From an optimization exercise on the open Yosys and OpenROAD flow, aimed at small area, a short achievable clock period and few clock cycles; shortcuts taken in it are not production practice.
The RTL was checked by simulation tests, not by an equivalence proof against the original design.

**flow/config.mk**
```make
export PLATFORM = sky130hd
export DESIGN_NAME = police_meter
export DESIGN_NICKNAME = police_meter
export VERILOG_FILES = /design/flow/design.v
export SDC_FILE = /design/flow/constraint.sdc
export NUM_CORES = 4
export LEC_CHECK = 0
export CAP_MARGIN = 20
export CORE_MARGIN = 2
export CORE_UTILIZATION = 40
export SLEW_MARGIN = 20
```
**flow/constraint.sdc**
```tcl
create_clock -name core_clock -period 22.0 [get_ports {clk}]
set_input_delay 4.4000 -clock core_clock [delete_from_list [all_inputs] [get_ports {clk}]]
set_output_delay 4.4000 -clock core_clock [all_outputs]
set_load 0.01 [all_outputs]
```
**flow/design.v**
```verilog
module police_meter #(
    parameter M  = 8,            
    parameter MW = 3             
) (
    input  wire        clk,
    input  wire        rst,
    input  wire        req_valid,
    output wire        req_ready,
    input  wire [1:0]  req_op,         
    input  wire [MW-1:0] req_meter,
    input  wire [47:0] req_time,       
    input  wire [13:0] req_len,        
    input  wire [7:0]  req_event,      
    input  wire [23:0] req_rate,       
    input  wire [20:0] req_burst,      
    input  wire        req_mode,       
    input  wire [5:0]  req_overhead,   
    input  wire [7:0]  req_open_id,    
    input  wire [7:0]  req_close_id,   
    input  wire [2:0]  req_flags,      
    output reg         resp_valid,
    output reg  [1:0]  resp_code,      
    output reg  [71:0] resp_tat,
    output reg  [M-1:0] resp_gates
);
    localparam OP_FRAME  = 2'd0;
    localparam OP_EVENT  = 2'd1;
    localparam OP_COMMIT = 2'd2;
    localparam OP_REMOVE = 2'd3;
    localparam [47:0] NUM = 48'd107374182400000;
    reg          present  [0:M-1];
    reg          gate     [0:M-1];
    reg  [71:0]  tat      [0:M-1];
    reg  [46:0]  tper     [0:M-1];    
    reg  [23:0]  rate     [0:M-1];
    reg  [20:0]  burst    [0:M-1];
    reg          mode     [0:M-1];
    reg  [5:0]   overhead [0:M-1];
    reg  [7:0]   open_id  [0:M-1];
    reg  [7:0]   close_id [0:M-1];
    reg          gate_ctl [0:M-1];
    localparam DIV_BITS = 48;
    reg          busy;
    reg  [5:0]   div_cnt;
    reg  [47:0]  div_rem;
    reg  [47:0]  div_num;
    reg  [47:0]  div_quo;
    reg  [24:0]  div_den;
    reg  [MW-1:0] c_meter;
    reg  [47:0]  c_time;
    reg  [23:0]  c_rate;
    reg  [20:0]  c_burst;
    reg          c_mode;
    reg  [5:0]   c_overhead;
    reg  [7:0]   c_open_id;
    reg  [7:0]   c_close_id;
    reg  [2:0]   c_flags;
    assign req_ready = !busy;
    wire accept = req_valid && req_ready;
    wire [MW-1:0] fm      = req_meter;
    wire [14:0]   x_len   = {1'b0, req_len} + (mode[fm] ? {9'd0, overhead[fm]} : 15'd0);
    wire [71:0]   now_u   = {req_time, 24'd0};
    wire [71:0]   base    = (tat[fm] > now_u) ? tat[fm] : now_u;
    wire [71:0]   xt      = x_len * tper[fm];
    wire [71:0]   bt      = burst[fm] * tper[fm];
    wire [71:0]   new_tat = base + xt;
    wire          conform = (new_tat - now_u) <= bt;
    wire [48:0]   div_trial = {div_rem, div_num[47]} - {24'd0, div_den};
    wire [46:0]   c_tper    = div_quo[46:0];
    wire [71:0]   c_now_u   = {c_time, 24'd0};
    wire [71:0]   c_bt      = c_burst * c_tper;
    wire [71:0]   c_tat_new = c_flags[2] ? c_now_u : (c_now_u + c_bt);
    wire          c_changed = (rate[c_meter] != c_rate) || (burst[c_meter] != c_burst);
    reg  [M-1:0] gates_now;     
    reg  [M-1:0] gate_ev;       
    reg  [M-1:0] gates_ev;      
    integer k;
    always @* begin
        for (k = 0; k < M; k = k + 1) begin
            gates_now[k] = present[k] && gate[k];
            if (!present[k] || !gate_ctl[k])
                gate_ev[k] = gate[k];
            else if (open_id[k] == req_event && close_id[k] == req_event)
                gate_ev[k] = !gate[k];
            else if (open_id[k] == req_event)
                gate_ev[k] = 1'b1;
            else if (close_id[k] == req_event)
                gate_ev[k] = 1'b0;
            else
                gate_ev[k] = gate[k];
            gates_ev[k] = present[k] && gate_ev[k];
        end
    end
    wire gate_next_c = !present[c_meter]  ? (c_flags[0] ? c_flags[1] : 1'b1) :
                       !c_flags[0]        ? 1'b1 :
                       !gate_ctl[c_meter] ? c_flags[1] :
                                            gate[c_meter];
    wire [M-1:0] c_sel = {{(M-1){1'b0}}, 1'b1} << c_meter;
    wire [M-1:0] r_sel = {{(M-1){1'b0}}, 1'b1} << req_meter;
    integer i;
    always @(posedge clk) begin
        if (rst) begin
            busy       <= 1'b0;
            resp_valid <= 1'b0;
            resp_code  <= 2'd0;
            resp_tat   <= 72'd0;
            resp_gates <= {M{1'b0}};
            div_cnt    <= 6'd0;
            for (i = 0; i < M; i = i + 1) begin
                present[i] <= 1'b0;
                gate[i]    <= 1'b0;
            end
        end else begin
            resp_valid <= 1'b0;
            if (busy) begin
                if (div_cnt != 0) begin
                    if (!div_trial[48]) begin
                        div_rem <= div_trial[47:0];
                        div_quo <= {div_quo[46:0], 1'b1};
                    end else begin
                        div_rem <= {div_rem[46:0], div_num[47]};
                        div_quo <= {div_quo[46:0], 1'b0};
                    end
                    div_num <= {div_num[46:0], 1'b0};
                    div_cnt <= div_cnt - 6'd1;
                end else begin
                    busy <= 1'b0;
                    rate[c_meter]     <= c_rate;
                    burst[c_meter]    <= c_burst;
                    tper[c_meter]     <= c_tper;
                    mode[c_meter]     <= c_mode;
                    overhead[c_meter] <= c_overhead;
                    open_id[c_meter]  <= c_open_id;
                    close_id[c_meter] <= c_close_id;
                    gate_ctl[c_meter] <= c_flags[0];
                    present[c_meter]  <= 1'b1;
                    resp_valid <= 1'b1;
                    resp_code  <= 2'd0;
                    resp_gates <= (gates_now & ~c_sel) | (gate_next_c ? c_sel : {M{1'b0}});
                    if (!present[c_meter] || c_changed) begin
                        tat[c_meter] <= c_tat_new;
                        resp_tat     <= c_tat_new;
                    end else begin
                        resp_tat     <= tat[c_meter];
                    end
                    gate[c_meter] <= gate_next_c;
                end
            end else if (accept) begin
                case (req_op)
                    OP_FRAME: begin
                        resp_valid <= 1'b1;
                        resp_gates <= gates_now;
                        if (!present[fm]) begin
                            resp_code <= 2'd3;
                            resp_tat  <= 72'd0;
                        end else if (!gate[fm]) begin
                            resp_code <= 2'd1;
                            resp_tat  <= tat[fm];
                        end else if (conform) begin
                            resp_code <= 2'd0;
                            resp_tat  <= new_tat;
                            tat[fm]   <= new_tat;
                        end else begin
                            resp_code <= 2'd2;
                            resp_tat  <= tat[fm];
                        end
                    end
                    OP_EVENT: begin
                        resp_valid <= 1'b1;
                        resp_code  <= 2'd0;
                        resp_tat   <= 72'd0;
                        resp_gates <= gates_ev;
                        for (i = 0; i < M; i = i + 1)
                            gate[i] <= gate_ev[i];
                    end
                    OP_COMMIT: begin
                        busy       <= 1'b1;
                        c_meter    <= req_meter;
                        c_time     <= req_time;
                        c_rate     <= req_rate;
                        c_burst    <= req_burst;
                        c_mode     <= req_mode;
                        c_overhead <= req_overhead;
                        c_open_id  <= req_open_id;
                        c_close_id <= req_close_id;
                        c_flags    <= req_flags;
                        div_cnt    <= DIV_BITS;
                        div_rem    <= 48'd0;
                        div_quo    <= 48'd0;
                        div_num    <= {NUM[46:0], 1'b0} + {24'd0, req_rate};
                        div_den    <= {req_rate, 1'b0};
                    end
                    OP_REMOVE: begin
                        resp_valid <= 1'b1;
                        resp_code  <= 2'd0;
                        resp_tat   <= 72'd0;
                        present[req_meter] <= 1'b0;
                        gate[req_meter]    <= 1'b0;
                        resp_gates <= gates_now & ~r_sel;
                    end
                endcase
            end
        end
    end
endmodule
```
**flow/run.sh**
```bash
#!/bin/bash
# synth_recipe.tcl (not shown) runs the flow's synth.tcl, then flattens the netlist and writes it again
# the make line also repeats each setting of config.mk as NAME=value (left out here)
make -C /OpenROAD-flow-scripts/flow DESIGN_CONFIG=/design/flow/config.mk WORK_HOME=/design/flow/orfs CLKGATE_MAP_FILE= SYNTH_SCRIPT=/design/flow/synth_recipe.tcl finish
```
==> run notes <==
## registers in the layout (all words and copies together), names as in the netlist, 24 cells and up, named ones only
register,cells
div_rem,48
tat,576
overhead,48
c_time,48
rate,192
c_rate,24
burst,168
resp_tat,72
div_num,48
close_id,64
tper,376
open_id,64
div_quo,47
## worst max-delay path, delay by kind of cell
family                   cells  cell delay, ns
multiplexers                 2            1.01
adder cells (fa/ha/maj)     10            4.37
buffers and inverters        9            1.92
XOR/XNOR                     2            0.60
AO/OA/AOI/OAI               29            7.58
AND/OR/NAND/NOR              9            1.72
## worst max path at each step
stage                  to  cells after the start
6_report       tat[5][33]                     61
5_1_grt        tat[5][35]                     60
4_1_cts        tat[5][35]                     61
3_5_place_dp   tat[2][51]                     60
3_3_place_gp   tat[2][51]                     59
2_1_floorplan   tat[1][0]                     73
## stage by stage
| step | std cells | area, um2 |
|---|---|---|
| 6_report | 21700 | 191000 |
| 5_1_grt | 21700 | 191000 |
| 4_1_cts | 21700 | 190000 |
| 3_5_place_dp | 21300 | 184000 |
| 3_3_place_gp | 21300 | 184000 |
| 2_1_floorplan | 15800 | 174000 |
## per-layer routing
| metal | track usage | up-vias | routed length [um] | share of wire |
|---|---|---|---|---|
| li1 | - | 51700 | - | - |
| met1 | 0.371 | 64100 | 239000 | 0.39 |
| met2 | 0.421 | 6628 | 267000 | 0.44 |
| met3 | 0.0666 | 1329 | 64700 | 0.11 |
| met4 | 0.161 | 16 | 43200 | 0.070 |
| met5 | 0 | - | 77 | 0.00013 |
## cell usage in the layout (no fill, tap or decap), types with 87 or more instances in the layout
master           instances
nor2b_1                 89
buf_4                  436
nor2_1                 833
ha_1                   709
inv_1                 2499
clkbuf_16              198
o21ai_0                255
and2_1                 334
nand3_1                121
a21o_1                 204
fa_1                  2395
mux2i_1                183
a21oi_1                506
clkdlybuf4s50_1        228
dfxtp_1                 89
mux4_2                 510
xnor2_1                257
nand2_1               2702
nand4_1                105
edfxtp_1              1785
xor2_1                 172
nor3_1                  87
## layout make-up
type	instances	share of cell area
well taps	5710	0.0375
repair buffers	699	0.0326
clock buffers	236	0.0268
flip-flops and latches	1878	0.291
inverters	2504	0.0494
multi-input cells	10500	0.554
diodes	44	0.000578
clock inverters	115	0.00752
## cells by family after synthesis
kind of cell,synth area share
buffers and inverters,0.0750
xor gates and xnor gates,0.0232
and+or+nand+nor,0.114
adders and majority gates,0.328
muxes,0.0812
DFF,0.320
AOI/OAI and AO/OA,0.0590
==> run notes <==
* Status: finished clean
* DP Worst Slack at 0.243 ns
* Mapped Cells at 15800
* Worst path most repeated cell: fa_1
* CTS tree: yes
* DR pass1 iterations at 8
* Post_cts resized at 0
* Top post-synthesis cells by area: edfxtp_1, fa_1, mux4_2, nand2_1, inv_1
* Setup violations, final at 0
* Worst Setup Start Kind: primary input
* Final ANT Viol Nets at 0
* Final WS setup at 0.748 ns
* WHS Path Cells at 2
* Antenna violations before repair at 53
* Setup TNS at 0 ns
* CTS Buffer Depth at 4
* Register Area at 0.0555 mm2
* Final #Nets at 19100
* Post-CTS Setup Inserts at 0
* Ys flop type: edfxtp_1
* Drt total wl at 614000 um
* Top-area cell type share of the netlist area at 0.309
* Yosys reg bits at 1878
* Layout filler cell count at 40000
* Final Hold Viols at 0
* Die ar. at 0.439 mm2
* Crit Path Max Fanout at 37
* Root Buffer: clkbuf_16
* Vias in the first global route at 127000
* First-pass GRT wire length at 899000 um
* Buffers on Ports at 232
* Sequential element share of the synthesized area at 0.320
* Worst path slowest cell: a21oi_1
* CP arrival at 21.78 ns
* Max-Slew Margin vs Limit at 0.116
* Avg Synthesized Cell Area at 11.0 um2
* Sink Count at 1878
* Core Util, Final at 0.442
* Worst-skew pair later-pin latency at 0.91 ns
* Core footprint at 0.432 mm2
* Row cnt at 241
* Ports at 233
* DR WL/cell at 28.3 um
* Part of the cycle the worst path needs at 0.966
* Critical hold path startpoint: resp_code[0]
* Post-layout min period at 21.25 ns
* Syn nets at 19100
* Placer Congestion at 1.01
* Via density at 5.70
* H-tree depth at 4
* Skew final at 0.0944 ns
* Async S/R FF share, synth at 0
* Starting DRT DRC Count at 13500
* Die Ht at 663 um
* Fmax at 47.1 MHz
* Worst Tran Pin Value at 1.29 ns
* Leading area contributor after synthesis: edfxtp_1
* DP HPWL at 470000 um
* Post-synth EDFFs at 1785
* Multi-input logic area at 0.106 mm2
* Tot GR Track Use at 0.280
* WHS at 0.472 ns
* Worst Hold Path EP: resp_code[0]
* Grt total ovfl at 0
* Cell variety after synth at 97
* R2R setup slack at 4.28 ns
* Critical Path RT at 22.53 ns
* Worst Setup SP: req_meter[0]
* Synthesized area at 0.174 mm2
* Warnings, synthesis at 1
* RSZ-0062 raised after global routing: no
* Critical Path Sink Type: flip-flop
* Worst hold path class: flip-flop to flip-flop
* Initial Utilization at 0.402
* Layout area overhead at 9.85%
* Vias at 124000
* Biggest cell delay along the critical path at 0.62 ns
* Number of remaining DRC errors at 0
* Hold Buf Count CTS at 0
* Max-slew violations at 0
* Largest net degree at the start of global routing at 144
* Most frequent cell after synthesis: nand2_1
* Reg2reg end: tat[5][33]
* Clock transition at path regs at 0.07 ns
* R2r startpoint: mode[7]
* Die W at 663 um
* Reg2Reg Depth at 60
* Maxcap violations at 0
* Cts bufs inserted at 197
* Layout cells sized above 1 at 0.0955
* Synth top cells by count: nand2_1, inv_1, fa_1, edfxtp_1, nor2_1
* Worst setup path category: primary input to flip-flop
Testbench counts, summed over its fixed seeds: cycles 32,500.

[afterwards: timing with drivers on the ports]
The flow's constraints put no driver on any port. The routed layout listed below was extracted and timed again, unchanged, in two steps. Step 1 sets driving cells, clkbuf_16 on the clock port and buf_2 on the other inputs (assumed; they add their load-dependent delay and slew). Step 2 also shifts input and output timing later by t, the mid clock arrival at the registers, as if the neighbouring blocks saw the same clock. Slacks: ideal ports / drivers / drivers and shift; pairs: ideal ports / drivers.
shift t [ns]: 0.947
setup WS [ns]: 0.748 / 0.778 / -0.168
hold slack, ns: 0.472 / 0.472 / 0.472
worst register clock-pin slew, ns: 0.07 / 0.07
pins driven straight from the clock port: 1
With both steps, setup timing fails in this run, where it was met with ideal ports. The setup slack of this run moves by +0.030 ns with the drivers and by -0.916 ns with both steps.
